Source: an optimization exercise on an open RTL-to-GDS flow (aim: small area, a short achievable clock period and few clock cycles per item). Production flows keep margins and buffers that such runs may drop. In this exercise RTL edits were held to simulation tests only and were not proved equivalent to the original. No activity file was given, so power comes from the tool's default toggle rates.

## flow/design.v (module list and top-level ports; edited modules follow where they fit)
// module qe_imu: 1798 lines
module qe_imu (
    input  wire        clk,
    input  wire        rst,
    input  wire        in_valid,
    output wire        in_ready,
    input  wire [5:0]  in_fn,
    input  wire [31:0] in_a,
    input  wire [31:0] in_b,
    output reg         out_valid,
    output reg  [31:0] out_res,
    output reg         out_pred,
    output reg         out_illegal
);
  // ...
==> flow/run.sh <==
#!/bin/bash
# synth_recipe.tcl (not shown) runs the flow's synth.tcl, then flattens the netlist and writes it again
# the make line also repeats each setting of config.mk as NAME=value (left out here)
make -C /OpenROAD-flow-scripts/flow DESIGN_CONFIG=/design/flow/config.mk WORK_HOME=/design/flow/orfs CLKGATE_MAP_FILE= SYNTH_SCRIPT=/design/flow/synth_recipe.tcl finish
==> flow/config.mk <==
export PLATFORM = sky130hd
export DESIGN_NAME = qe_imu
export DESIGN_NICKNAME = qe_imu
export VERILOG_FILES = /design/flow/design.v
export SDC_FILE = /design/flow/constraint.sdc
export NUM_CORES = 4
export LEC_CHECK = 0
export CAP_MARGIN = 20
export CORE_MARGIN = 2
export CORE_UTILIZATION = 40
export SLEW_MARGIN = 20
==> flow/constraint.sdc <==
create_clock -name core_clock -period 13.0 [get_ports {clk}]
set_input_delay 2.6000 -clock core_clock [delete_from_list [all_inputs] [get_ports {clk}]]
set_output_delay 2.6000 -clock core_clock [all_outputs]
set_load 0.01 [all_outputs]
==> results.json, run 1 <==
{
  "min_to": "out_valid",
  "multiInputGateArea_sq_um": 39270,
  "met3_length_um": 29620,
  "die_w_um": 367.3,
  "stdcell_count": 7679,
  "portBuffers": 108,
  "clock_power_w": 0.00165,
  "grt_pass1_wl_um": 329400,
  "antenna_found_initial": 14,
  "clockBufferDepth": 3,
  "synth-edff-count": 105,
  "cts.sinks": 436,
  "whs_path_depth": 2,
  "highest_layer": "met5",
  "cts_max_level": 2,
  "ys_top_cells_by_area": "fa_1 18%, dfxtp_1 13%, xnor2_1 12%",
  "synthAdderAreaFrac_pct": 25.06,
  "r2r_end": "dr[15]",
  "synth-simple-area-share_pct": 9.448,
  "slowest_delay_ps": 720,
  "clk_share_pct": 3.342,
  "whs_ps": 469.5,
  "startpoint_type": "flip-flop",
  "ir_drop_v": 0.0001952,
  "status": "complete, no violations",
  "cts_tree": "done",
  "path_clk_slew_ps": 70,
  "die_h_um": 367.3,
  "taps": 1755,
  "path_buf_inv": 3,
  "area_growth_pct": 8.808,
  "largestClassByArea": "multi-input combinational cells",
  "p_per_area_nw_per_um2": 214.0,
  "grtUsageMet3_pct": 10.50,
  "largest_reg_flops": 186,
  "ctsResizeCount": 0,
  "synth_top_family_by_area": "adder cells",
  "seq_cell_count": 436,
  "wl_met1_um": 91590,
  "r2r_start": "dr[0]",
  "p_int_w": 0.006065
}
Testbench counts, summed over its fixed seeds: cycles 14,538, items 12,000.
==> inputs of run 2 (changes only) <==
--- a/flow/design.v
+++ b/flow/design.v
@@ -17,92 +17,118 @@
                      F_MULH  = 6'h09, F_MULHU = 6'h0A, F_DIV  = 6'h0B,
                      F_DIVU  = 6'h0C, F_REM   = 6'h0D, F_REMU = 6'h0E,
                      F_MIN   = 6'h0F, F_MAX   = 6'h10, F_MINU = 6'h11,
                      F_MAXU  = 6'h12, F_EQ    = 6'h18, F_NE   = 6'h19,
                      F_LT    = 6'h1A, F_GE    = 6'h1B, F_LTU  = 6'h1C,
                      F_GEU   = 6'h1D;
     reg        rdy;
     reg        v0;
-    reg [5:0]  fn0;
     reg [31:0] a0, b0;
+    reg        c_sub, c_shl, c_sra, c_msgn, c_dsgn, c_drem, c_div;
+    reg        s_add, s_and, s_or, s_xor, s_shl, s_shr, s_mm, c_mmu, c_mmx;
+    reg        p_eq, p_ne, p_lt, p_ge, p_ltu, p_geu;
+    reg        c_bad, c_mul, c_mulhi;
     assign in_ready = rdy;
     wire in_div = (in_fn == F_DIV) || (in_fn == F_DIVU) ||
                   (in_fn == F_REM) || (in_fn == F_REMU);
+    wire in_dsgn = (in_fn == F_DIV) || (in_fn == F_REM);
+    wire [5:0] in_za, in_oa, in_zb, in_ob;
+    qe_clz u_za (.x(in_a),  .n(in_za));
+    qe_clz u_oa (.x(~in_a), .n(in_oa));
+    qe_clz u_zb (.x(in_b),  .n(in_zb));
+    qe_clz u_ob (.x(~in_b), .n(in_ob));
+    wire [5:0] in_lza = !in_a[31] ? in_za : (in_dsgn ? in_oa : 6'd0);
+    wire [5:0] in_lzb0 = !in_b[31] ? in_zb : (in_dsgn ? in_ob : 6'd0);
+    wire [5:0] in_lzb = in_lzb0[5] ? 6'd31 : in_lzb0;
+    wire        in_msgn = (in_fn == F_MULH);
+    wire [34:0] in_bb = {in_msgn & in_b[31], in_msgn & in_b[31], in_b, 1'b0};
+    reg  [16:0] in_bneg, in_bone, in_btwo;
+    integer bd;
+    always @(*) begin
+        for (bd = 0; bd < 17; bd = bd + 1) begin
+            in_bneg[bd] = in_bb[2*bd+2];
+            in_bone[bd] = in_bb[2*bd+1] ^ in_bb[2*bd];
+            in_btwo[bd] = (in_bb[2*bd+2] & ~in_bb[2*bd+1] & ~in_bb[2*bd]) |
+                          (~in_bb[2*bd+2] & in_bb[2*bd+1] & in_bb[2*bd]);
+        end
+    end
+    reg [5:0]  lza, lzb;
+    reg        bzero;
+    reg [16:0] bneg, bone, btwo;
     always @(posedge clk) begin
-        fn0 <= in_fn;
-        a0  <= in_a;
-        b0  <= in_b;
+        a0      <= in_a;
+        b0      <= in_b;
+        lza     <= in_lza;
+        lzb     <= in_lzb;
+        bzero   <= (in_b == 32'd0);
+        bneg    <= in_bneg;
+        bone    <= in_bone;
+        btwo    <= in_btwo;
+        c_sub   <= (in_fn != F_ADD);
+        c_shl   <= (in_fn == F_SHL);
+        c_sra   <= (in_fn == F_SRA);
+        c_msgn  <= (in_fn == F_MULH);
+        c_dsgn  <= (in_fn == F_DIV) || (in_fn == F_REM);
+        c_drem  <= (in_fn == F_REM) || (in_fn == F_REMU);
+        c_div   <= in_div;
+        s_add   <= (in_fn == F_ADD) || (in_fn == F_SUB);
+        s_and   <= (in_fn == F_AND);
+        s_or    <= (in_fn == F_OR);
+        s_xor   <= (in_fn == F_XOR);
+        s_shl   <= (in_fn == F_SHL);
+        s_shr   <= (in_fn == F_SHR) || (in_fn == F_SRA);
+        s_mm    <= (in_fn == F_MIN) || (in_fn == F_MAX) ||
+                   (in_fn == F_MINU) || (in_fn == F_MAXU);
+        c_mmu   <= (in_fn == F_MINU) || (in_fn == F_MAXU);
+        c_mmx   <= (in_fn == F_MAX) || (in_fn == F_MAXU);
+        p_eq    <= (in_fn == F_EQ);
+        p_ne    <= (in_fn == F_NE);
+        p_lt    <= (in_fn == F_LT);
+        p_ge    <= (in_fn == F_GE);
+        p_ltu   <= (in_fn == F_LTU);
+        p_geu   <= (in_fn == F_GEU);
+        c_mul   <= (in_fn == F_MUL) || (in_fn == F_MULH) || (in_fn == F_MULHU);
+        c_mulhi <= (in_fn == F_MULH) || (in_fn == F_MULHU);
+        c_bad   <= !((in_fn <= F_MAXU) ||
+                     ((in_fn >= F_EQ) && (in_fn <= F_GEU)));
         if (rst) v0 <= 1'b0;
         else     v0 <= in_valid & rdy;
     end
-    wire op_add  = (fn0 == F_ADD);
-    wire [32:0] sum = {1'b0, a0} + {1'b0, b0 ^ {32{!op_add}}} + {32'd0, !op_add};
+    wire [32:0] sum = {1'b0, a0} + {1'b0, b0 ^ {32{c_sub}}} + {32'd0, c_sub};
     wire ltu = !sum[32];
     wire lts = (a0[31] ^ b0[31]) ? a0[31] : sum[31];
     wire eq  = (a0 == b0);
-    wire        op_shl = (fn0 == F_SHL);
-    wire        fill   = (fn0 == F_SRA) & a0[31];
-    wire [31:0] a_rev, sh_rev;
+    wire        fill = c_sra & a0[31];
+    wire [31:0] a_rev, sh_rev, sh_out;
     genvar gi;
     generate for (gi = 0; gi < 32; gi = gi + 1) begin : g_rev
         assign a_rev[gi]  = a0[31 - gi];
         assign sh_rev[gi] = sh_out[31 - gi];
     end endgenerate
-    wire [31:0] sh_in  = op_shl ? a_rev : a0;
+    wire [31:0] sh_in  = c_shl ? a_rev : a0;
     wire [63:0] sh_ext = {{32{fill}}, sh_in} >> b0[4:0];
-    wire [31:0] sh_out = sh_ext[31:0];
-    reg [31:0] res_a;
-    reg        pred_a;
-    reg        bad_a;
-    reg        mul_a;      
-    reg        mulhi_a;    
-    always @(*) begin
-        res_a   = 32'd0;
-        pred_a  = 1'b0;
-        bad_a   = 1'b0;
-        mul_a   = 1'b0;
-        mulhi_a = 1'b0;
-        case (fn0)
-            F_ADD, F_SUB: res_a = sum[31:0];
-            F_AND:   res_a = a0 & b0;
-            F_OR:    res_a = a0 | b0;
-            F_XOR:   res_a = a0 ^ b0;
-            F_SHL:   res_a = sh_rev;
-            F_SHR, F_SRA: res_a = sh_out;
-            F_MUL:   mul_a = 1'b1;
-            F_MULH, F_MULHU: begin mul_a = 1'b1; mulhi_a = 1'b1; end
-            F_MIN:   res_a = lts ? a0 : b0;
-            F_MAX:   res_a = lts ? b0 : a0;
-            F_MINU:  res_a = ltu ? a0 : b0;
-            F_MAXU:  res_a = ltu ? b0 : a0;
-            F_EQ:    pred_a = eq;
-            F_NE:    pred_a = !eq;
-            F_LT:    pred_a = lts;
-            F_GE:    pred_a = !lts;
-            F_LTU:   pred_a = ltu;
-            F_GEU:   pred_a = !ltu;
-            F_DIV, F_DIVU, F_REM, F_REMU: ;
-            default: bad_a = 1'b1;
-        endcase
-    end
-    wire div0 = (fn0 == F_DIV) || (fn0 == F_DIVU) ||
-                (fn0 == F_REM) || (fn0 == F_REMU);
-    wire        msgn = (fn0 == F_MULH);
+    assign      sh_out = sh_ext[31:0];
+    wire        mm_a = c_mmx ^ (c_mmu ? ltu : lts);    
+    wire [31:0] mm   = mm_a ? a0 : b0;
+    wire [31:0] res_a = ({32{s_add}} & sum[31:0]) |
+                        ({32{s_and}} & (a0 & b0)) |
+                        ({32{s_or}}  & (a0 | b0)) |
+                        ({32{s_xor}} & (a0 ^ b0)) |
+                        ({32{s_shl}} & sh_rev) |
+                        ({32{s_shr}} & sh_out) |
+                        ({32{s_mm}}  & mm);
+    wire pred_a = (p_eq & eq) | (p_ne & !eq) | (p_lt & lts) | (p_ge & !lts) |
+                  (p_ltu & ltu) | (p_geu & !ltu);
+    wire        msgn = c_msgn;
     wire [34:0] ax = {msgn & a0[31], msgn & a0[31], a0, 1'b0};   
-    wire [34:0] bx = {msgn & b0[31], msgn & b0[31], b0, 1'b0};   
-    reg  [16:0] bneg, bone, btwo;
     reg  [33:0] pp [0:16];
     integer d, j;
     always @(*) begin
         for (d = 0; d < 17; d = d + 1) begin
-            bneg[d] = bx[2*d+2];
-            bone[d] = bx[2*d+1] ^ bx[2*d];
-            btwo[d] = (bx[2*d+2] & ~bx[2*d+1] & ~bx[2*d]) |
-                      (~bx[2*d+2] & bx[2*d+1] & bx[2*d]);
             for (j = 0; j < 34; j = j + 1)
                 pp[d][j] = ((bone[d] & ax[j+1]) | (btwo[d] & ax[j])) ^ bneg[d];
         end
     end
     wire [33:0] pp0 = pp[0], pp1 = pp[1], pp2 = pp[2], pp3 = pp[3],
                 pp4 = pp[4], pp5 = pp[5], pp6 = pp[6], pp7 = pp[7],
                 pp8 = pp[8], pp9 = pp[9], pp10 = pp[10], pp11 = pp[11],
                 pp12 = pp[12], pp13 = pp[13], pp14 = pp[14], pp15 = pp[15],
@@ -1694,93 +1720,83 @@
 assign c1054 = (mr[183] & mr[184]) | (mr[183] & mr[185]) | (mr[184] & mr[185]);
 assign mx = {c1052, c1050, c1048, c1046, c1044, c1042, c1040, c1038, c1036, c1034, c1032, c1030, c1028, c1026, c1024, c1022, c1020, c1018, c1016, c1014, c1012, c1010, c1008, c1006, c1004, c1002, c1000, c998, c996, c994, c992, c990, c988, c986, c984, c982, c980, c978, c976, c974, c972, c970, c968, c966, c964, c962, c960, c958, c956, c954, c952, c950, c948, c946, c944, c942, c940, c938, c936, c934, c932, s931, mr[2], mr[0]};
 assign my = {s1053, s1051, s1049, s1047, s1045, s1043, s1041, s1039, s1037, s1035, s1033, s1031, s1029, s1027, s1025, s1023, s1021, s1019, s1017, s1015, s1013, s1011, s1009, s1007, s1005, s1003, s1001, s999, s997, s995, s993, s991, s989, s987, s985, s983, s981, s979, s977, s975, s973, s971, s969, s967, s965, s963, s961, s959, s957, s955, s953, s951, s949, s947, s945, s943, s941, s939, s937, s935, s933, mr[5], 1'b0, mr[1]};
     reg        v1;
     reg [31:0] res1;
     reg        pred1, bad1, mul1, mulhi1;
     always @(posedge clk) begin
         if (rst) v1 <= 1'b0;
-        else     v1 <= v0 & !div0;
+        else     v1 <= v0 & !c_div;
         mr     <= mr_d;
         res1   <= res_a;
         pred1  <= pred_a;
-        bad1   <= bad_a;
-        mul1   <= mul_a;
-        mulhi1 <= mulhi_a;
+        bad1   <= c_bad;
+        mul1   <= c_mul;
+        mulhi1 <= c_mulhi;
     end
     wire [63:0] prod = mx + my;
     wire [31:0] res_b = mul1 ? (mulhi1 ? prod[63:32] : prod[31:0]) : res1;
-    wire        dsgn  = (fn0 == F_DIV) || (fn0 == F_REM);
-    wire        drem  = (fn0 == F_REM) || (fn0 == F_REMU);
-    wire        a_neg = dsgn & a0[31];
-    wire        b_neg = dsgn & b0[31];
+    wire        a_neg = c_dsgn & a0[31];
+    wire        b_neg = c_dsgn & b0[31];
     wire [31:0] a_mag = a_neg ? -a0 : a0;
     wire [31:0] b_mag = b_neg ? -b0 : b0;
-    wire        bzero = (b0 == 32'd0);
-    wire [31:0] a_x = a0 ^ {32{a_neg}};
-    wire [31:0] b_x = b0 ^ {32{b_neg}};
-    reg  [5:0]  lza, lzb;
-    integer la, lb;
-    always @(*) begin
-        lza = 6'd32;
-        for (la = 0; la < 32; la = la + 1) if (a_x[la]) lza = 6'd31 - la[5:0];
-    end
-    always @(*) begin
-        lzb = 6'd32;
-        for (lb = 0; lb < 32; lb = lb + 1) if (b_x[lb]) lzb = 6'd31 - lb[5:0];
-    end
-    wire [5:0]  lzb_c = (lzb == 6'd32) ? 6'd31 : lzb;
-    wire [6:0]  sd    = {1'b0, lzb_c} + {6'd0, a_neg} - {1'b0, lza};
+    wire [6:0]  sd    = {1'b0, lzb} + {6'd0, a_neg} - {1'b0, lza};
     wire        dnone = sd[6] | bzero;
     wire [4:0]  sodd  = sd[4:0] | 5'd1;            
     wire [4:0]  kst   = {1'b0, sd[4:1]} + 5'd1;    
     wire [33:0] d_al  = {2'b00, b_mag} << sodd;
     reg        dact;           
     reg [4:0]  dcnt;           
     reg [31:0] dr;             
     reg [33:0] dd;             
     reg [31:0] dq;             
     reg        dwrem, dneg;
-    wire [34:0] t1 = {3'b000, dr} - {1'b0, dd};
-    wire        q1 = !t1[34];
-    wire [31:0] r1 = q1 ? t1[31:0] : dr;
-    wire [34:0] t2 = {3'b000, r1} - {2'b00, dd[33:1]};
-    wire        q2 = !t2[34];
-    wire [31:0] r2 = q2 ? t2[31:0] : r1;
+    wire [35:0] t1 = {4'b0000, dr} - {3'b000, dd[33:1]};
+    wire [35:0] t2 = {4'b0000, dr} - {2'b00, dd};
+    wire [35:0] cx = {4'b0000, dr};
+    wire [35:0] cy = ~{2'b00, dd};
+    wire [35:0] cz = ~{3'b000, dd[33:1]};
+    wire [35:0] cs = cx ^ cy ^ cz;
+    wire [35:0] cc = (cx & cy) | (cx & cz) | (cy & cz);
+    wire [35:0] t3 = cs - ~{cc[34:0], 1'b1};       
+    wire        q1 = !t2[35];
+    wire        q2 = q1 ? !t3[35] : !t1[35];
+    wire [31:0] r2 = q1 ? (q2 ? t3[31:0] : t2[31:0])
+                        : (q2 ? t1[31:0] : dr);
     wire [31:0] dsel = dwrem ? dr : dq;
     wire [31:0] dres = dneg ? -dsel : dsel;
     wire        dfin = dact & (dcnt == 5'd0);
     always @(posedge clk) begin
-        if (v0 & div0) begin
+        if (v0 & c_div) begin
             dr    <= a_mag;
             dd    <= d_al;
             dq    <= bzero ? 32'hFFFF_FFFF : 32'd0;
             dcnt  <= dnone ? 5'd0 : kst;
-            dwrem <= drem;
-            dneg  <= drem ? a_neg : (a_neg ^ b_neg) & !bzero;
-        end else if (dact && dcnt != 5'd0) begin
+            dwrem <= c_drem;
+            dneg  <= c_drem ? a_neg : (a_neg ^ b_neg) & !bzero;
+        end else begin
             dr   <= r2;
             dd   <= {2'b00, dd[33:2]};
             dq   <= {dq[29:0], q1, q2};
-            dcnt <= dcnt - 5'd1;
+            dcnt <= dcnt - {4'd0, dcnt != 5'd0};
         end
         if (rst)
             dact <= 1'b0;
-        else if (v0 & div0)
+        else if (v0 & c_div)
             dact <= 1'b1;
         else if (dfin)
             dact <= 1'b0;
     end
     always @(posedge clk) begin
         if (rst)
             rdy <= 1'b1;
         else if (in_valid & rdy & in_div)
             rdy <= 1'b0;
-        else if (v0 & div0)
+        else if (v0 & c_div)
             rdy <= dnone | (kst == 5'd1);
         else if (dact && dcnt == 5'd2)
             rdy <= 1'b1;
     end
     always @(posedge clk) begin
         if (rst)
             out_valid <= 1'b0;
         else
@@ -1791,8 +1807,37 @@
             out_illegal <= 1'b0;
         end else begin
             out_res     <= res_b;
             out_pred    <= pred1;
             out_illegal <= bad1;
         end
     end
 endmodule
+module qe_clz (
+    input  wire [31:0] x,
+    output wire [5:0]  n
+);
+    wire [7:0] z4;
+    wire [15:0] c4;
+    genvar g;
+    generate for (g = 0; g < 8; g = g + 1) begin : g4
+        wire [3:0] v = x[4*g+3:4*g];
+        assign z4[g] = (v == 4'd0);
+        assign c4[2*g+1:2*g] = v[3] ? 2'd0 : v[2] ? 2'd1 : v[1] ? 2'd2 : 2'd3;
+    end endgenerate
+    wire [3:0] z8;
+    wire [11:0] c8;
+    generate for (g = 0; g < 4; g = g + 1) begin : g8
+        assign z8[g] = z4[2*g+1] & z4[2*g];
+        assign c8[3*g+2:3*g] = z4[2*g+1] ? {1'b1, c4[4*g+1:4*g]}
+                                         : {1'b0, c4[4*g+3:4*g+2]};
+    end endgenerate
+    wire [1:0] z16;
+    wire [7:0] c16;
+    generate for (g = 0; g < 2; g = g + 1) begin : g16
+        assign z16[g] = z8[2*g+1] & z8[2*g];
+        assign c16[4*g+3:4*g] = z8[2*g+1] ? {1'b1, c8[6*g+2:6*g]}
+                                          : {1'b0, c8[6*g+5:6*g+3]};
+    end endgenerate
+    assign n = (z16[1] & z16[0]) ? 6'd32 :
+               z16[1] ? {2'b01, c16[3:0]} : {2'b00, c16[7:4]};
+endmodule
==> flow/flow/run.sh (new file) <==
#!/bin/bash
set -euo pipefail
bash standard.sh finish SETUP_SLACK_MARGIN=9 > standard_flow.log 2>&1
==> flow/standard.sh (new file) <==
#!/bin/bash
# synth_recipe.tcl (not shown) runs the flow's synth.tcl, then flattens the netlist and writes it again
# the make line also repeats each setting of config.mk as NAME=value (left out here)
make -C /OpenROAD-flow-scripts/flow DESIGN_CONFIG=/design/flow/config.mk WORK_HOME=/design/flow/orfs CLKGATE_MAP_FILE= SYNTH_SCRIPT=/design/flow/synth_recipe.tcl "${@:-finish}"
removed: flow/run.sh
==> run 2 against run 1 <==
  * Die area grew 8.4%
  * Routed wire length is 8.3% higher
  * Non-clock buffer count grew 50
  * Register-to-register slack improved by 5200 ps
  * Utilization up 1.6 points
  * Final cell count increased by 10%
  * Sequential power grew 29%
  * Count of clock-buffer cells in the layout is 4 higher
  * Setup slack improved by 5200 ps
  * Critical endpoint is now mr[111]
  * Largest cell class unchanged
==> results.json, run 2 <==
{
  "rsz0062_at_grt": "true",
  "cts_max_level": 2,
  "syn_nets": 7588,
  "yosys.area.top_type": "fa_1",
  "die_w_um": 382.3,
  "drive_gt1_share_pct": 9.983,
  "top_regs": "mr x186, dd x34",
  "synth-edff-count": 34,
  "portBuffers": 108,
  "endpoint_kind": "flip-flop",
  "p_leak_nw": 25.79,
  "top_register": "mr",
  "ys_types": 94,
  "arrival_ps": 4530,
  "largest_reg_flops": 186,
  "grt_pass1_vias": 52404,
  "crit_type": "reg2reg",
  "skew_ps": 55.72,
  "antenna_left": 0,
  "rows": 138,
  "r2r_cells": 8,
  "cts-root-buf": "clkbuf_16",
  "grt_use_total_pct": 32.65,
  "cts_made_buffers": 59,
  "synth_cells": 6663,
  "setup_slack_ps": 9007,
  "ir_drop_v": 0.0002264,
  "grt_start_max_net_pins": 68,
  "die_h_um": 382.3,
  "timing.final.crit_period_ps": 3993,
  "avgRoutedWirePerCell_um": 29.39,
  "hold_viol_final": 0,
  "via_per_inst": 6.389,
  "area_growth_pct": 12.37,
  "crit_fanout": 26,
  "clockBufferDepth": 3,
  "start_util_pct": 40.39,
  "final_common_cell": "xnor2_1",
  "holdCritPathClass": "reg2reg",
  "met3_length_um": 35570,
  "routed_wl_um": 248500,
  "setup_viol": 0,
  "placeableCoreArea_sq_um": 141800,
  "detail_route.iter0.violations": 6867,
  "post-place-ws_ps": 7597,
  "ys_top_cells_by_area": "fa_1 17%, dfxtp_1 16%, xnor2_1 11%",
  "p_per_area_nw_per_um2": 275.4,
  "die_area_sq_um": 146200,
  "tightest_slew_ps": 1156,
  "fin_nets": 7435,
  "antenna_found_initial": 23,
  "ys.flop_type": "dfxtp_1",
  "fin_tns_setup_ps": 0,
  "highest_layer": "met5",
  "grt.overflow.total": 0,
  "synth_area_sq_um": 57260,
  "ys_seq_elements": 499,
  "placed_area_sq_um": 59720,
  "status": "complete, no violations",
  "async_flop_share_pct": 0,
  "drc": 0,
  "synthTopCellsByCount": "717 x xnor2_1, 616 x inv_1, 529 x a22oi_1",
  "synth_top_area_share_pct": 17.38,
  "final_cell_mix": "715 x xnor2_1, 600 x inv_1, 529 x a22oi_1",
  "drt_pre_antenna_iters": 9,
  "synth.most_common_cell": "xnor2_1",
  "cp.required_ps": 13540,
  "cts_tree": "done",
  "grt_pass1_wl_um": 355200,
  "cts.sinks": 499,
  "clk_latency_ps": 730,
  "fin_area_sq_um": 64340,
  "fmax_ghz": 0.2504,
  "startpoint_type": "flip-flop",
  "max-cap-violations": 0,
  "synth_area_per_cell_sq_um": 8.593,
  "path_clk_slew_ps": 60,
  "io-pin-count": 109,
  "final-max-slew-violation-count": 0,
  "timing.final.crit_share_pct": 30.72,
  "dr_total_vias": 54009,
  "whs_path_depth": 0,
  "yosys_warnings": 2,
  "route.met2.wl_um": 100500,
  "ys_seq_area_share_pct": 18.04,
  "hpwlAfterDp_um": 164800,
  "relSlewSlack_pct": 22.84,
  "wl_met1_um": 97110,
  "final_util_pct": 45.39,
  "gp_congestion": 1.011,
  "whs_ps": 326.5
}
[run 2: metal layers]
layer | global-route usage (%) | vias up
met5 | 0 | -
met4 | 15.79 | 13
met3 | 11.35 | 920
met2 | 46.83 | 3966
met1 | 43.50 | 26289
li1 | - | 22821
[run 2: through the flow]
| stage | total power (W) | std cells |
|---|---|---|
| 2_1_floorplan | 0.01076 | 6663 |
| 3_3_place_gp | 0.01476 | 8245 |
| 3_5_place_dp | 0.01488 | 8245 |
| 4_1_cts | 0.01703 | 8397 |
| 5_1_grt | 0.01899 | 8452 |
| 6_report | 0.01772 | 8454 |
[run 2: repair_timing]
item	in CTS	in global routing
pin swaps	18	39
hold buffers	0	0
buffers inserted	35	45
endpoints found under the setup margin	268	175
cloned	5	9
endpoints found under the hold margin	0	0
resized for setup	249	231
[run 2: where the power goes]
| part | internal (W) | switching, W |
|---|---|---|
| Combinational | 0.00511 | 0.00819 |
| Clock | 0.00103 | 0.000797 |
| Sequential | 0.00216 | 0.000431 |
[run 2: path summary, 6_finish.rpt]
path	startpoint	end	slack, ps
min	c_bad	bad1	330
max reg2reg	bneg[14]	mr[111]	9010
min reg2reg	c_bad	bad1	330
max	bneg[14]	mr[111]	9010
[run 2: cell families (layout without fill, tap and decap cells)]
kind of cell / after synthesis / count (layout) / synth area share [%]
buffers and inverters: 1168 / 1063 / 7.707
adder cells (fa/ha/maj): 852 / 852 / 25.13
flip-flops: 499 / 499 / 18.04
XOR/XNOR: 864 / 866 / 13.28
AND/OR/NAND/NOR: 1234 / 1235 / 10.07
multiplexers: 175 / 175 / 3.667
other: 0 / 3 / 0
AO/OA/AOI/OAI: 1871 / 1871 / 22.10
[run 2: layout make-up]
cell class	instances	area, sq um
clock buffers	73	1620
fillers	13707	77420
repair inverters	1	5.005
diodes	3	7.507
multi-input cells	4999	43560
clock inverters	39	494.2
repair buffers	315	3357
well taps	1890	2365
flip-flops and latches	499	10470
inverters	635	2472
[run 2: critical path, stage by stage (launching register included)]
cell and delay [ps]:
dfxtp_1 310, buf_4 470, inv_2 600, xnor2_1 420, fa_1 490, fa_1 520
inv_1 50, fa_1 380, fa_1 530
Testbench counts of run 2, summed over its fixed seeds: cycles 14,538, items 12,000.
==> inputs of run 3 (changes only) <==
--- a/flow/config.mk
+++ b/flow/config.mk
@@ -7,5 +7,5 @@
 export LEC_CHECK = 0
 export CAP_MARGIN = 20
 export CORE_MARGIN = 2
-export CORE_UTILIZATION = 40
+export CORE_UTILIZATION = 60
 export SLEW_MARGIN = 20
==> run 3 against run 2 <==
  * Critical path depth is 9 higher
  * Design area fell by 1.1%
  * Sequential share of layout area grew 0.23 points
  * Synthesized cell count stayed put
==> results.json, run 3 <==
{
  "crit_path_end": "dr[15]",
  "r2r_setup_slack_ps": 8950,
  "fmax_ghz": 0.2467,
  "synthTopCellsByCount": "717 x xnor2_1, 616 x inv_1, 529 x a22oi_1",
  "r2r_cells": 17,
  "drc": 0,
  "ys_top_cells_by_area": "fa_1 17%, dfxtp_1 16%, xnor2_1 11%",
  "grt_use_total_pct": 47.23,
  "routed_wl_um": 242400,
  "crit_fanout": 16,
  "r2r_end": "dr[15]",
  "crit_type": "reg2reg",
  "yosys_warnings": 2,
  "start_util_pct": 60.44,
  "cts-hold-fix-buffers": 0,
  "placeableCoreArea_sq_um": 94730,
  "endpoint_kind": "flip-flop",
  "clk_latency_ps": 700,
  "grt.overflow.total": 0,
  "path_clk_slew_ps": 70,
  "ir_drop_v": 0.0002183,
  "startpoint_type": "flip-flop",
  "final_common_cell": "xnor2_1",
  "setup_viol": 0,
  "ys.flop_type": "dfxtp_1",
  "cts.sinks": 499,
  "final-max-slew-violation-count": 0,
  "area_growth_pct": 11.17,
  "skew_ps": 34.60,
  "max-cap-violations": 0,
  "crit_start": "dr[0]",
  "ys_seq_area_share_pct": 18.04,
  "detail_route.iter0.violations": 8170,
  "setup_slack_ps": 8947,
  "fin_nets": 7452,
  "grt_start_max_net_pins": 87,
  "fillCellCount": 7902,
  "avgRoutedWirePerCell_um": 30.90,
  "rsz0062_at_grt": "true",
  "largest_reg_flops": 186,
  "synth_area_sq_um": 57260,
  "synth_area_per_cell_sq_um": 8.593,
  "muxShareOfSynthArea_pct": 3.667,
  "cp.required_ps": 13420,
  "antenna_left": 0,
  "cts-root-buf": "clkbuf_16",
  "synth-compound-area-share_pct": 22.10,
  "cts_max_level": 2,
  "syn_nets": 7588,
  "timing.final.crit_share_pct": 31.18,
  "io-pin-count": 109,
  "timing.final.crit_period_ps": 4053,
  "gp_congestion": 1.083,
  "synth.most_common_cell": "xnor2_1",
  "drive_gt1_share_pct": 10.26,
  "rows": 113,
  "holdCritPathClass": "reg2reg",
  "drt_pre_antenna_iters": 8,
  "top_register": "mr",
  "fin_tns_setup_ps": 0,
  "async_flop_share_pct": 0,
  "ys_seq_elements": 499,
  "cts_tree": "done",
  "post-place-ws_ps": 7601,
  "synthAdderAreaFrac_pct": 25.13,
  "synth_cells": 6663,
  "p_per_area_nw_per_um2": 272.4,
  "p_leak_nw": 25.93,
  "synth-simple-area-share_pct": 10.07,
  "synth_top_family_by_area": "adder cells",
  "grt_pass1_wl_um": 344400,
  "portBuffers": 108,
  "dr_total_vias": 55029,
  "synth_top_area_share_pct": 17.38,
  "fin_area_sq_um": 63650,
  "cts_made_buffers": 58,
  "final_cell_mix": "713 x xnor2_1, 598 x inv_1, 529 x a22oi_1",
  "ys_types": 94,
  "tightest_slew_ps": 1148,
  "hold_viol_final": 0,
  "placed_area_sq_um": 58890,
  "top_regs": "mr x186, dd x34",
  "clockBufferDepth": 3,
  "die_h_um": 312.9,
  "die_area_sq_um": 97920,
  "via_per_inst": 7.014,
  "synth_xor_area_share_pct": 13.28,
  "yosys.area.top_type": "fa_1",
  "die_w_um": 312.9,
  "total_power_w": 0.01734,
  "r2r_start": "dr[0]",
  "whs_ps": 333.6,
  "relSlewSlack_pct": 23.39,
  "grt_pass1_vias": 52255,
  "synth-edff-count": 34,
  "antenna_found_initial": 14,
  "hpwlAfterDp_um": 161500,
  "arrival_ps": 4470,
  "status": "complete, no violations"
}
## run 3: cell types whose count changed in the layout (fill, tap and decap cells not counted), sizes merged
cell,delta
xnor2,-1
clkdlybuf4s50,-5
dlymetal6s2s,+3
inv,+1
clkbuf,+6
diode,+2
buf,+14
dlygate4sd2,-6
clkinv,-7
nand2,+1
clkinvlp,+2
bufbuf,+4
clkdlybuf4s15,+2
bufinv,+1
## run 3: cells by family (layout without fill, tap and decap cells)
kind of cell,after synthesis,after routing
compound gates,1871,1871
simple gates,1234,1236
buf+inv,1168,1078
xor+xnor,864,865
fa+ha+maj,852,852
flops,499,499
mux,175,175
other cells,0,5
## run 3: metal layers
metal  global-route usage (%)  share of wire, %  up-vias
met5                   0.6286             0.091        -
met4                    26.29               7.3       26
met3                    19.46                16     1139
li1                         -                 -    22883
met1                    61.56                37    26363
met2                    65.98                40     4618
## run 3: worst min path at each step
| stage | startpoint | endpoint | slack, ps | depth (start not counted) |
|---|---|---|---|---|
| 2_1_floorplan | c_bad | bad1 | 310 | 0 |
| 3_3_place_gp | c_mul | mul1 | 310 | 0 |
| 3_5_place_dp | c_bad | bad1 | 330 | 0 |
| 4_1_cts | c_mul | mul1 | 340 | 0 |
| 5_1_grt | c_mul | mul1 | 350 | 0 |
| 6_report | c_bad | bad1 | 330 | 0 |
## run 3: timing repair
item | 4_1_cts | 5_1_grt
setup endpoints to repair | 283 | 196
resized for setup | 247 | 219
setup buffers | 33 | 66
cloned | 6 | 14
pin swaps | 11 | 47
## run 3: through the flow
step	util [%]	instances
6_report	67.20	7846
5_1_grt	67.19	7842
4_1_cts	65.53	7761
3_5_place_dp	62.17	7613
3_3_place_gp	62.15	7612
2_1_floorplan	-	6663
## run 3: cell type report
cell class / instances / area (sq um) / area share [%]
multi-input cells: 4999 / 43450 / 68.26
flip-flops and latches: 499 / 10500 / 16.50
repair buffers: 333 / 3583 / 5.630
inverters: 635 / 2457 / 3.861
clock buffers: 73 / 1619 / 2.544
well taps: 1265 / 1583 / 2.487
clock inverters: 36 / 442.9 / 0.6958
diodes: 5 / 12.51 / 0.01966
repair inverters: 1 / 5.005 / 0.007863
## run 3: critical path, cell delays in order, from the launching register on
cell      delay, ps
edfxtp_1        450
buf_4           180
inv_1           100
ha_2            200
inv_1            60
fa_2            380
a21oi_2         190
nor2_2           70
o211ai_1        280
nand4_1         140
buf_4           180
a211oi_4        420
o31ai_4         150
and2_4          210
buf_12          170
nor2_4          260
buf_4           200
nand2_8         110
## run 3: report_power, final
group,total (W),switching (W),internal [W]
logic,0.0129,0.00783,0.00505
registers,0.00265,0.000489,0.00216
clock network,0.00182,0.000783,0.00103
==> inputs of run 4 (changes only) <==
==> flow/flow/run.sh (replaced) <==
#!/bin/bash
set -euo pipefail
bash standard.sh finish SETUP_SLACK_MARGIN=9.2 > standard_flow.log 2>&1
--- a/flow/config.mk
+++ b/flow/config.mk
@@ -7,5 +7,5 @@
 export LEC_CHECK = 0
 export CAP_MARGIN = 20
 export CORE_MARGIN = 2
-export CORE_UTILIZATION = 60
+export CORE_UTILIZATION = 40
 export SLEW_MARGIN = 20
==> run 4 against run 3 <==
  * Final cell count grew 10%
  * Register-to-register slack gained 200 ps
  * Setup slack gained 200 ps
  * Combinational power grew 9%
  * Via count grew 0.31%
  * Critical path type unchanged
  * Critical endpoint is now dr[30]
  * Largest cell class unchanged
==> results.json, run 4 <==
{
  "status": "complete, no violations",
  "final-max-slew-violation-count": 0,
  "relSlewSlack_pct": 32.00,
  "io-pin-count": 109,
  "dr_total_vias": 55200,
  "timing.final.crit_share_pct": 29.66,
  "p_per_area_nw_per_um2": 274.9,
  "cpMostUsedCell": "buf_4",
  "ir_drop_v": 0.0002141,
  "timing.final.crit_period_ps": 3856,
  "synth_area_per_cell_sq_um": 8.593,
  "top_regs": "mr x186, dd x34",
  "rsz0062_at_grt": "true",
  "muxShareOfSynthArea_pct": 3.667,
  "area_growth_pct": 18.82,
  "rows": 138,
  "skew_ps": 44.72,
  "fin_nets": 7621,
  "setup_viol": 0,
  "yosys_warnings": 2,
  "cp_cell_sequence": "clkinvlp_4 -> fa_1 -> ha_4 -> buf_4 -> nand3_2 -> nor3_2 -> o211ai_1 -> buf_4 -> and4_4 -> o31ai_4 -> a31oi_2 -> o21ai_1 -> xor2_1 -> a2111oi_2 -> a221oi_1",
  "grt_start_max_net_pins": 71,
  "fillCellCount": 13409,
  "die_h_um": 382.3,
  "slowest_delay_ps": 590,
  "startpoint_type": "flip-flop",
  "path_buf_inv": 3,
  "clockBufferDepth": 3,
  "cts_tree": "done",
  "die_area_sq_um": 146200,
  "synth-simple-area-share_pct": 10.07,
  "grt_pass1_wl_um": 363700,
  "hold_viol_final": 0,
  "pwr-share-comb_pct": 75.5,
  "pwr-share-seq_pct": 13.9,
  "arrival_ps": 4260,
  "synth_area_sq_um": 57260,
  "whs_ps": 319.9,
  "swShare_pct": 52.21,
  "fin_tns_setup_ps": 0,
  "final_cell_mix": "700 x xnor2_1, 585 x inv_1, 525 x a22oi_1",
  "p_leak_nw": 27.45,
  "cts_made_buffers": 66,
  "grt_pass1_vias": 52940,
  "cts_max_level": 3,
  "regArea_sq_um": 10540,
  "ys.flop_type": "dfxtp_1",
  "top_register": "mr",
  "syn_nets": 7588,
  "stdcell_count": 8640,
  "tightest_slew_ps": 1011,
  "clk_latency_ps": 720,
  "synth_xor_area_share_pct": 13.28,
  "crit_type": "reg2reg",
  "fmax_ghz": 0.2594,
  "drt_pre_antenna_iters": 10,
  "synth-compound-area-share_pct": 22.10,
  "cts.sinks": 499,
  "synth.most_common_cell": "xnor2_1",
  "synth_top_family_by_area": "adder cells",
  "power_switching_w": 0.009766,
  "portBuffers": 108,
  "p_int_w": 0.008938,
  "placeableCoreArea_sq_um": 141800,
  "drc": 0,
  "endpoint_kind": "flip-flop",
  "avgRoutedWirePerCell_um": 30.55,
  "drive_gt1_share_pct": 15.92,
  "start_util_pct": 40.39,
  "pwr-share-clk_pct": 10.6,
  "cp.required_ps": 13410,
  "synthTopCellsByCount": "717 x xnor2_1, 616 x inv_1, 529 x a22oi_1",
  "largest_reg_flops": 186,
  "grt.overflow.total": 0,
  "path_clk_slew_ps": 70,
  "ys_seq_elements": 499,
  "critical_path.top_delay_family": "compound AO/OA/AOI/OAI gates",
  "holdCritPathClass": "reg2reg",
  "yosys.area.top_type": "fa_1",
  "via_per_inst": 6.389,
  "detail_route.iter0.violations": 7173,
  "async_flop_share_pct": 0,
  "critical_path.slowest_cell": "fa_1",
  "ys_top_cells_by_area": "fa_1 17%, dfxtp_1 16%, xnor2_1 11%",
  "ys_seq_area_share_pct": 18.04,
  "antenna_left": 0,
  "multiInputGateArea_sq_um": 44560,
  "die_w_um": 382.3,
  "grt_use_total_pct": 33.57,
  "gp_congestion": 1.010,
  "ys_types": 94,
  "synth_top_area_share_pct": 17.38,
  "total_power_w": 0.01870,
  "synth_cells": 6663,
  "r2r_setup_slack_ps": 9140,
  "hpwlAfterDp_um": 169800,
  "cts-root-buf": "clkbuf_16",
  "final_common_cell": "xnor2_1",
  "final_util_pct": 47.99,
  "antenna_found_initial": 18,
  "synth-edff-count": 34,
  "synthAdderAreaFrac_pct": 25.13,
  "crit_fanout": 4,
  "dp.cells": 8247,
  "routed_wl_um": 264000,
  "max-cap-violations": 0
}
-- run 4: cell counts after synthesis --
No cell type changed its count.
-- run 4: per-layer routing --
| layer | GRT usage [%] | up-vias | share of wire, % |
|---|---|---|---|
| met1 | 44.11 | 26887 | 38 |
| li1 | - | 23267 | - |
| met4 | 18.37 | 22 | 7.8 |
| met5 | 0 | - | 0.078 |
| met3 | 11.43 | 1051 | 14 |
| met2 | 48.10 | 3973 | 40 |
-- run 4: power by group through the flow --
stage	clock (W)	sequential [W]	combinational (W)
2_1_floorplan	0	0.00244	0.00832
3_3_place_gp	0	0.00263	0.0120
3_5_place_dp	0	0.00264	0.0121
4_1_cts	0.00200	0.00258	0.0129
5_1_grt	0.00207	0.00263	0.0152
6_report	0.00199	0.00259	0.0141
-- run 4: final cells by class --
type,instances,share of cell area (%)
multi-input combinational,5000,65.50
inverter,635,3.755
antenna,2,0.007356
clock buffer,77,2.669
timing repair inverter,1,0.01103
clock inverter,43,0.7393
timing repair buffer,493,8.357
tap,1890,3.476
sequential,499,15.49
-- run 4: repair_timing --
action / 4_1_cts / 5_1_grt
setup buffers: 104 / 124
hold buffers: 0 / 0
endpoints found under the hold margin: 0 / 0
cloned: 16 / 27
resized for setup: 594 / 422
endpoints found under the setup margin: 312 / 189
pin swaps: 62 / 105
-- run 4: worst paths after layout --
| path | start | endpoint | cells past startpoint |
|---|---|---|---|
| min | c_mul | mul1 | 0 |
| min reg2reg | c_mul | mul1 | 0 |
| max | dd[13] | dr[30] | 15 |
| max reg2reg | dd[13] | dr[30] | 15 |
-- run 4: cell families after synthesis --
kind of cell	after synthesis
compound gates	1871
mux	175
buf+inv	1168
xor+xnor	864
simple gates	1234
fa+ha+maj	852
flops	499
-- run 4: per-stage QoR --
step | cell area, sq um | setup slack [ps]
2_1_floorplan | 57550 | 8871
3_3_place_gp | 59770 | 7265
3_5_place_dp | 59770 | 7196
4_1_cts | 64860 | 9152
5_1_grt | 68030 | 9047
6_report | 68030 | 9144
==> inputs of run 5 (changes only) <==
==> flow/flow/run.sh (replaced) <==
#!/bin/bash
set -euo pipefail
bash standard.sh finish SETUP_SLACK_MARGIN=9.1 > standard_flow.log 2>&1
==> run 5 against run 4 <==
  * Non-clock buffer count decreased by 92
  * Still clean
  * Critical path type unchanged
  * Count of clock-buffer cells in the layout rose by 7
  * Via count is 1.9% lower
  * Combinational power is essentially flat
==> results.json, run 5 <==
{
  "avgRoutedWirePerCell_um": 29.52,
  "arrival_ps": 4360,
  "fin_nets": 7529,
  "dr_total_vias": 54165,
  "clockBufferDepth": 3,
  "synth_area_sq_um": 57260,
  "final_common_cell": "xnor2_1",
  "grt_start_max_net_pins": 87,
  "critical_path.top_delay_family": "compound AO/OA/AOI/OAI gates",
  "yosys_warnings": 2,
  "via_per_inst": 6.335,
  "gp_congestion": 1.003,
  "ys_types": 94,
  "grt_pass1_vias": 52976,
  "post-place-ws_ps": 7332,
  "hold_start": "c_mul",
  "timing.final.crit_period_ps": 3984,
  "cts_tree": "done",
  "synth_area_per_cell_sq_um": 8.593,
  "setup_slack_ps": 9016,
  "p_leak_nw": 26.77,
  "cts_max_level": 3,
  "top_register": "mr",
  "ys_seq_elements": 499,
  "synth-edff-count": 34,
  "antenna_found_initial": 19,
  "pwr-share-seq_pct": 14.2,
  "cp_cell_sequence": "buf_6 -> fa_2 -> inv_2 -> ha_4 -> inv_2 -> fa_2 -> a21oi_4 -> o21ai_4 -> nand4_1 -> a21boi_4 -> o21a_1 -> o21ai_4 -> o21ai_4 -> buf_6 -> buf_8 -> buf_16 -> o211ai_1 -> a31oi_1",
  "drc": 0,
  "portBuffers": 108,
  "routed_wl_um": 252400,
  "drt_pre_antenna_iters": 9,
  "synth.most_common_cell": "xnor2_1",
  "final_util_pct": 46.97,
  "relSlewSlack_pct": 30.45,
  "area_growth_pct": 16.30,
  "final-max-slew-violation-count": 0,
  "grt_use_total_pct": 33.07,
  "stdcell_count": 8550,
  "max-cap-violations": 0,
  "cts_made_buffers": 66,
  "endpoint_kind": "flip-flop",
  "fmax_ghz": 0.2510,
  "crit_fanout": 6,
  "cts-hold-fix-buffers": 0,
  "cpMostUsedCell": "o21ai_4",
  "synthTopCellsByCount": "717 x xnor2_1, 616 x inv_1, 529 x a22oi_1",
  "rsz0062_at_grt": "true",
  "syn_nets": 7588,
  "pwr-share-clk_pct": 10.7,
  "detail_route.iter0.violations": 7091,
  "slowest_delay_ps": 460,
  "status": "complete, no violations",
  "holdCritPathClass": "reg2reg",
  "async_flop_share_pct": 0,
  "die_w_um": 382.3,
  "largest_reg_flops": 186,
  "hpwlAfterDp_um": 169500,
  "ys_seq_area_share_pct": 18.04,
  "r2r_start": "dr[0]",
  "timing.final.crit_share_pct": 30.64,
  "synth_top_area_share_pct": 17.38,
  "cts-root-buf": "clkbuf_16",
  "startpoint_type": "flip-flop",
  "clk_latency_ps": 700,
  "antenna_left": 0,
  "fin_tns_setup_ps": 0,
  "setup_viol": 0,
  "pwr-share-comb_pct": 75.2,
  "dp.cells": 8242,
  "placeableCoreArea_sq_um": 141800,
  "path_clk_slew_ps": 60,
  "final_cell_mix": "702 x xnor2_1, 594 x inv_1, 528 x a22oi_1",
  "ys.flop_type": "dfxtp_1",
  "die_area_sq_um": 146200,
  "critical_path.slowest_cell": "edfxtp_1",
  "swShare_pct": 52.01,
  "total_power_w": 0.01842,
  "grt.overflow.total": 0,
  "tightest_slew_ps": 1043,
  "crit_start": "dr[0]",
  "p_per_area_nw_per_um2": 276.6,
  "grt_pass1_wl_um": 360400,
  "ir_drop_v": 0.0002061,
  "crit_type": "reg2reg",
  "power_switching_w": 0.009580,
  "hold_viol_final": 0,
  "die_h_um": 382.3,
  "cp.required_ps": 13380,
  "rows": 138,
  "drive_gt1_share_pct": 13.06,
  "path_buf_inv": 6,
  "synth_cells": 6663,
  "skew_ps": 50.71,
  "cts.sinks": 499,
  "top_regs": "mr x186, dd x34",
  "start_util_pct": 40.39,
  "io-pin-count": 109,
  "ys_top_cells_by_area": "fa_1 17%, dfxtp_1 16%, xnor2_1 11%",
  "p_int_w": 0.008841,
  "yosys.area.top_type": "fa_1"
}
[run 5: worst paths after layout]
check	end	slack (ps)	cells past startpoint
worst max-delay path	dr[11]	9020	18
worst min-delay path	mul1	330	0
worst max register to register	dr[11]	9020	18
worst min register to register	mul1	330	0
[run 5: metal layers]
metal / part of all wire [%] / track usage, % / vias up / wire length, um
met1: 39 / 43.33 / 26520 / 99630
met3: 13 / 10.94 / 853 / 32910
met2: 42 / 48.74 / 3712 / 104800
met5: 0.084 / 0 / - / 211
li1: - / - / 23062 / -
met4: 5.9 / 15.97 / 18 / 14810
[run 5: metrics by stage]
stage / cell area, sq um / hold slack, ps
after floorplan: 57440 / 309.6
after global placement: 59710 / 312.5
after detailed placement: 59710 / 312.1
after CTS: 64200 / 325.4
after global routing: 66580 / 347.5
final: 66590 / 325.3
[run 5: cell type report]
type / instances / area, sq um
Tap cell: 1890 / 2365
Clock inverter: 36 / 431.7
Inverter: 635 / 2494
Timing Repair inverter: 1 / 7.507
Antenna cell: 4 / 10.01
Sequential cell: 499 / 10500
Multi-Input combinational cell: 5000 / 44290
Timing Repair Buffer: 401 / 4629
Fill cell: 13543 / 75170
Clock buffer: 84 / 1864
[run 5: cells by family (layout without fill, tap and decap cells)]
family | Yosys count | after routing | synth area share [%]
buffers and inverters | 1168 | 1157 | 7.707
AOI/OAI and AO/OA | 1871 | 1871 | 22.10
adders and majority gates | 852 | 852 | 25.13
muxes | 175 | 175 | 3.667
and+or+nand+nor | 1234 | 1236 | 10.07
other | 0 | 4 | 0
xor gates and xnor gates | 864 | 866 | 13.28
DFF | 499 | 499 | 18.04
[run 5: what timing repair did]
item,CTS,global route
resized for setup,378,376
pin swaps,51,101
gates cloned,14,10
buffers inserted,69,91
setup endpoints to repair,291,194
[run 5: power by group through the flow]
stage / registers, W / logic, W / clock network [W]
2_1_floorplan: 0.00244 / 0.00831 / 0
3_3_place_gp: 0.00264 / 0.0121 / 0
3_5_place_dp: 0.00265 / 0.0122 / 0
4_1_cts: 0.00261 / 0.0128 / 0.00199
5_1_grt: 0.00264 / 0.0150 / 0.00205
6_report: 0.00261 / 0.0138 / 0.00197
==> inputs of run 6 (changes only) <==
==> flow/flow/run.sh (replaced) <==
#!/bin/bash
set -euo pipefail
bash standard.sh finish SETUP_SLACK_MARGIN=8.8 > standard_flow.log 2>&1
==> run 6 against run 5 <==
  * Sequential cell count unchanged
  * Synthesized cell count unchanged
  * First-iteration DRC count decreased by 3.7%
  * Die area unchanged
  * Critical path depth decreased by 9
  * Clock skew increased by 3.7 ps
  * Global-route usage decreased by 0.47 points
  * Largest cell class unchanged
==> results.json, run 6 <==
{
  "status": "complete, no violations",
  "yosys_warnings": 2,
  "min_to": "mul1",
  "ys.flop_type": "dfxtp_1",
  "r2r_start": "a0[15]",
  "die_area_sq_um": 146200,
  "rsz0062_at_grt": "true",
  "synthTopCellsByCount": "717 x xnor2_1, 616 x inv_1, 529 x a22oi_1",
  "drc": 0,
  "skew_ps": 54.37,
  "ys_top_cells_by_area": "fa_1 17%, dfxtp_1 16%, xnor2_1 11%",
  "hold_start": "c_mul",
  "fmax_ghz": 0.2388,
  "power_switching_w": 0.009303,
  "avgRoutedWirePerCell_um": 29.15,
  "cp.required_ps": 13540,
  "endpoint_kind": "flip-flop",
  "drt_pre_antenna_iters": 9,
  "pwr-share-seq_pct": 14.9,
  "final_common_cell": "xnor2_1",
  "clk_latency_ps": 710,
  "placeableCoreArea_sq_um": 141800,
  "path_clk_slew_ps": 50,
  "cts_made_buffers": 66,
  "synth_cells": 6663,
  "largest_reg_flops": 186,
  "cts-root-buf": "clkbuf_16",
  "fin_area_sq_um": 63310,
  "synth.most_common_cell": "xnor2_1",
  "syn_nets": 7588,
  "crit_fanout": 42,
  "relSlewSlack_pct": 20.19,
  "dp.cells": 8252,
  "grt_pass1_vias": 51647,
  "dr_total_vias": 53488,
  "top_regs": "mr x186, dd x34",
  "grt_pass1_wl_um": 353800,
  "p_per_area_nw_per_um2": 276.2,
  "ys_seq_area_share_pct": 18.04,
  "ys_types": 94,
  "fin_nets": 7414,
  "pwr-share-comb_pct": 73.8,
  "io-pin-count": 109,
  "max-cap-violations": 0,
  "synth_area_sq_um": 57260,
  "p_int_w": 0.008186,
  "fin_tns_setup_ps": 0,
  "portBuffers": 108,
  "rows": 138,
  "hold_viol_final": 0,
  "setup_viol": 0,
  "tightest_slew_ps": 1197,
  "final-max-slew-violation-count": 0,
  "swShare_pct": 53.19,
  "cts-hold-fix-buffers": 0,
  "area_growth_pct": 10.58,
  "final_cell_mix": "716 x xnor2_1, 606 x inv_1, 529 x a22oi_1",
  "die_w_um": 382.3,
  "antenna_found_initial": 19,
  "r2r_setup_slack_ps": 8810,
  "detail_route.iter0.violations": 6828,
  "drive_gt1_share_pct": 8.300,
  "gp_congestion": 1.030,
  "async_flop_share_pct": 0,
  "stdcell_count": 8441,
  "whs_path_depth": 0,
  "crit_type": "reg2reg",
  "clockBufferDepth": 3,
  "arrival_ps": 4730,
  "post-place-ws_ps": 7500,
  "grt.overflow.total": 0,
  "holdCritPathClass": "reg2reg",
  "slowest_delay_ps": 640,
  "placed_area_sq_um": 59770,
  "synth_area_per_cell_sq_um": 8.593,
  "ys_seq_elements": 499,
  "p_leak_nw": 25.47,
  "r2r_end": "mr[105]",
  "grt_start_max_net_pins": 81,
  "synth-edff-count": 34,
  "ir_drop_v": 0.0002383,
  "antenna_left": 0,
  "timing.final.crit_period_ps": 4188,
  "final_util_pct": 44.66,
  "grt_use_total_pct": 32.60,
  "startpoint_type": "flip-flop",
  "cts_max_level": 3,
  "synth_top_area_share_pct": 17.38,
  "pwr-share-clk_pct": 11.3,
  "r2r_cells": 9,
  "cpMostUsedCell": "fa_1",
  "start_util_pct": 40.39,
  "hpwlAfterDp_um": 171400,
  "yosys.area.top_type": "fa_1",
  "cp_cell_sequence": "buf_4 -> a22oi_1 -> xnor2_1 -> fa_1 -> fa_1 -> fa_1 -> inv_1 -> fa_1 -> fa_1",
  "cts_tree": "done",
  "setup_slack_ps": 8812,
  "routed_wl_um": 246100,
  "die_h_um": 382.3,
  "top_register": "mr",
  "via_per_inst": 6.337,
  "critical_path.slowest_cell": "buf_4",
  "cts.sinks": 499,
  "timing.final.crit_share_pct": 32.21
}
[run 6: cell types whose count changed in the layout (fill, tap and decap cells not counted), moves of 14 or more]
cell             delta
nand2_1            +15
xnor2_2            -14
buf_12             -40
clkdlybuf4s50_1    +50
ha_1               +30
xnor2_1            +14
ha_4               -23
buf_6              -22
buf_4              -23
[run 6: worst max path at each step]
stage	start	endpoint	slack (ps)	cells past startpoint
CTS	mr[53]	out_res[30]	8760	12
detailed placement	a0[31]	dd[29]	7500	14
global placement	a0[31]	dd[29]	7570	14
global route	in_b[13]	lzb[1]	8740	10
floorplan	bneg[0]	res1[2]	8800	18
finish	a0[15]	mr[105]	8810	9
[run 6: repair_timing]
item | CTS | global route
endpoints found under the setup margin | 212 | 182
cloned | 1 | 6
setup buffers | 9 | 43
resized for setup | 94 | 121
pin swaps | 4 | 21
[run 6: area by class of cell]
type / count / area [sq um]
flip-flops and latches: 499 / 10450
clock buffers: 78 / 1748
repair buffers: 289 / 2773
multi-input cells: 4997 / 42990
repair inverters: 1 / 5.005
well taps: 1890 / 2365
fillers: 13806 / 78440
clock inverters: 43 / 538.0
inverters: 635 / 2421
diodes: 9 / 22.52
[run 6: critical path, delay by kind of cell (launching register included)]
family | cells | cell delay, ps
AO/OA/AOI/OAI | 1 | 240
XOR/XNOR | 1 | 210
buffers and inverters | 2 | 690
adder cells (fa/ha/maj) | 5 | 2440
flip-flops | 1 | 310
[run 6: logic make-up (layout without fill, tap and decap cells)]
family / count (synthesis) / after routing / share of synthesized area [%]
DFF: 499 / 499 / 18.04
muxes: 175 / 175 / 3.667
AOI/OAI and AO/OA: 1871 / 1871 / 22.10
xor gates and xnor gates: 864 / 865 / 13.28
and+or+nand+nor: 1234 / 1234 / 10.07
buffers and inverters: 1168 / 1046 / 7.707
adders and majority gates: 852 / 852 / 25.13
other: 0 / 9 / 0
[run 6: metrics by stage]
| step | hold slack [ps] | power [W] |
|---|---|---|
| floorplan | 309.6 | 0.01075 |
| global placement | 311.6 | 0.01476 |
| detailed placement | 314.7 | 0.01485 |
| CTS | 327.8 | 0.01694 |
| global route | 331.7 | 0.01870 |
| finish | 326.0 | 0.01749 |
[run 6: layer usage]
layer / up-vias / track usage, % / part of all wire [%]
li1: 22824 / - / -
met1: 26030 / 42.97 / 40
met2: 3772 / 47.99 / 42
met3: 846 / 9.937 / 13
met4: 16 / 16.59 / 6.2
met5: - / 0 / 0.041
[run 6: power groups by stage]
stage	clock network (W)	logic, W	registers, W
6_report	0.00198	0.0129	0.00261
5_1_grt	0.00206	0.0140	0.00265
4_1_cts	0.00199	0.0123	0.00260
3_5_place_dp	0	0.0122	0.00264
3_3_place_gp	0	0.0121	0.00263
2_1_floorplan	0	0.00831	0.00244

[what the ideal ports hide]
The results above use ideal ports. As a check the final layouts listed here were re-extracted and re-timed, cells and wires unchanged. Step 1 sets driving cells, clkbuf_16 on the clock port and buf_2 on the other inputs (assumed; they add their load-dependent delay and slew). Step 2, shift: input delay + t, output delay - t, t = (earliest + latest rising clock arrival at the registers) / 2. This alone moves slack from input paths to output paths. Slacks: no drivers / after step 1 / after step 2; pairs: no drivers / after step 1.
run | t (ns) | setup slack, ns | worst register clock-pin slew, ns | cell pins on the clock port's net
run 1 | 0.773 | 3.850 / 3.850 / 3.850 | 0.07 / 0.07 | 1
run 2 | 0.785 | 9.007 / 8.969 / 8.367 | 0.08 / 0.08 | 1
run 3 | 0.762 | 8.947 / 8.947 / 8.400 | 0.07 / 0.07 | 1
run 4 | 0.775 | 9.144 / 9.144 / 8.472 | 0.07 / 0.07 | 1
run 5 | 0.756 | 9.016 / 9.016 / 8.432 | 0.07 / 0.07 | 1
run 6 | 0.767 | 8.812 / 8.766 / 8.180 | 0.07 / 0.07 | 1
After both steps setup and hold are still met in every run listed. For run 4, which loses most, drivers alone change the setup slack by 0.000 ns; drivers and shift together by -0.672 ns.
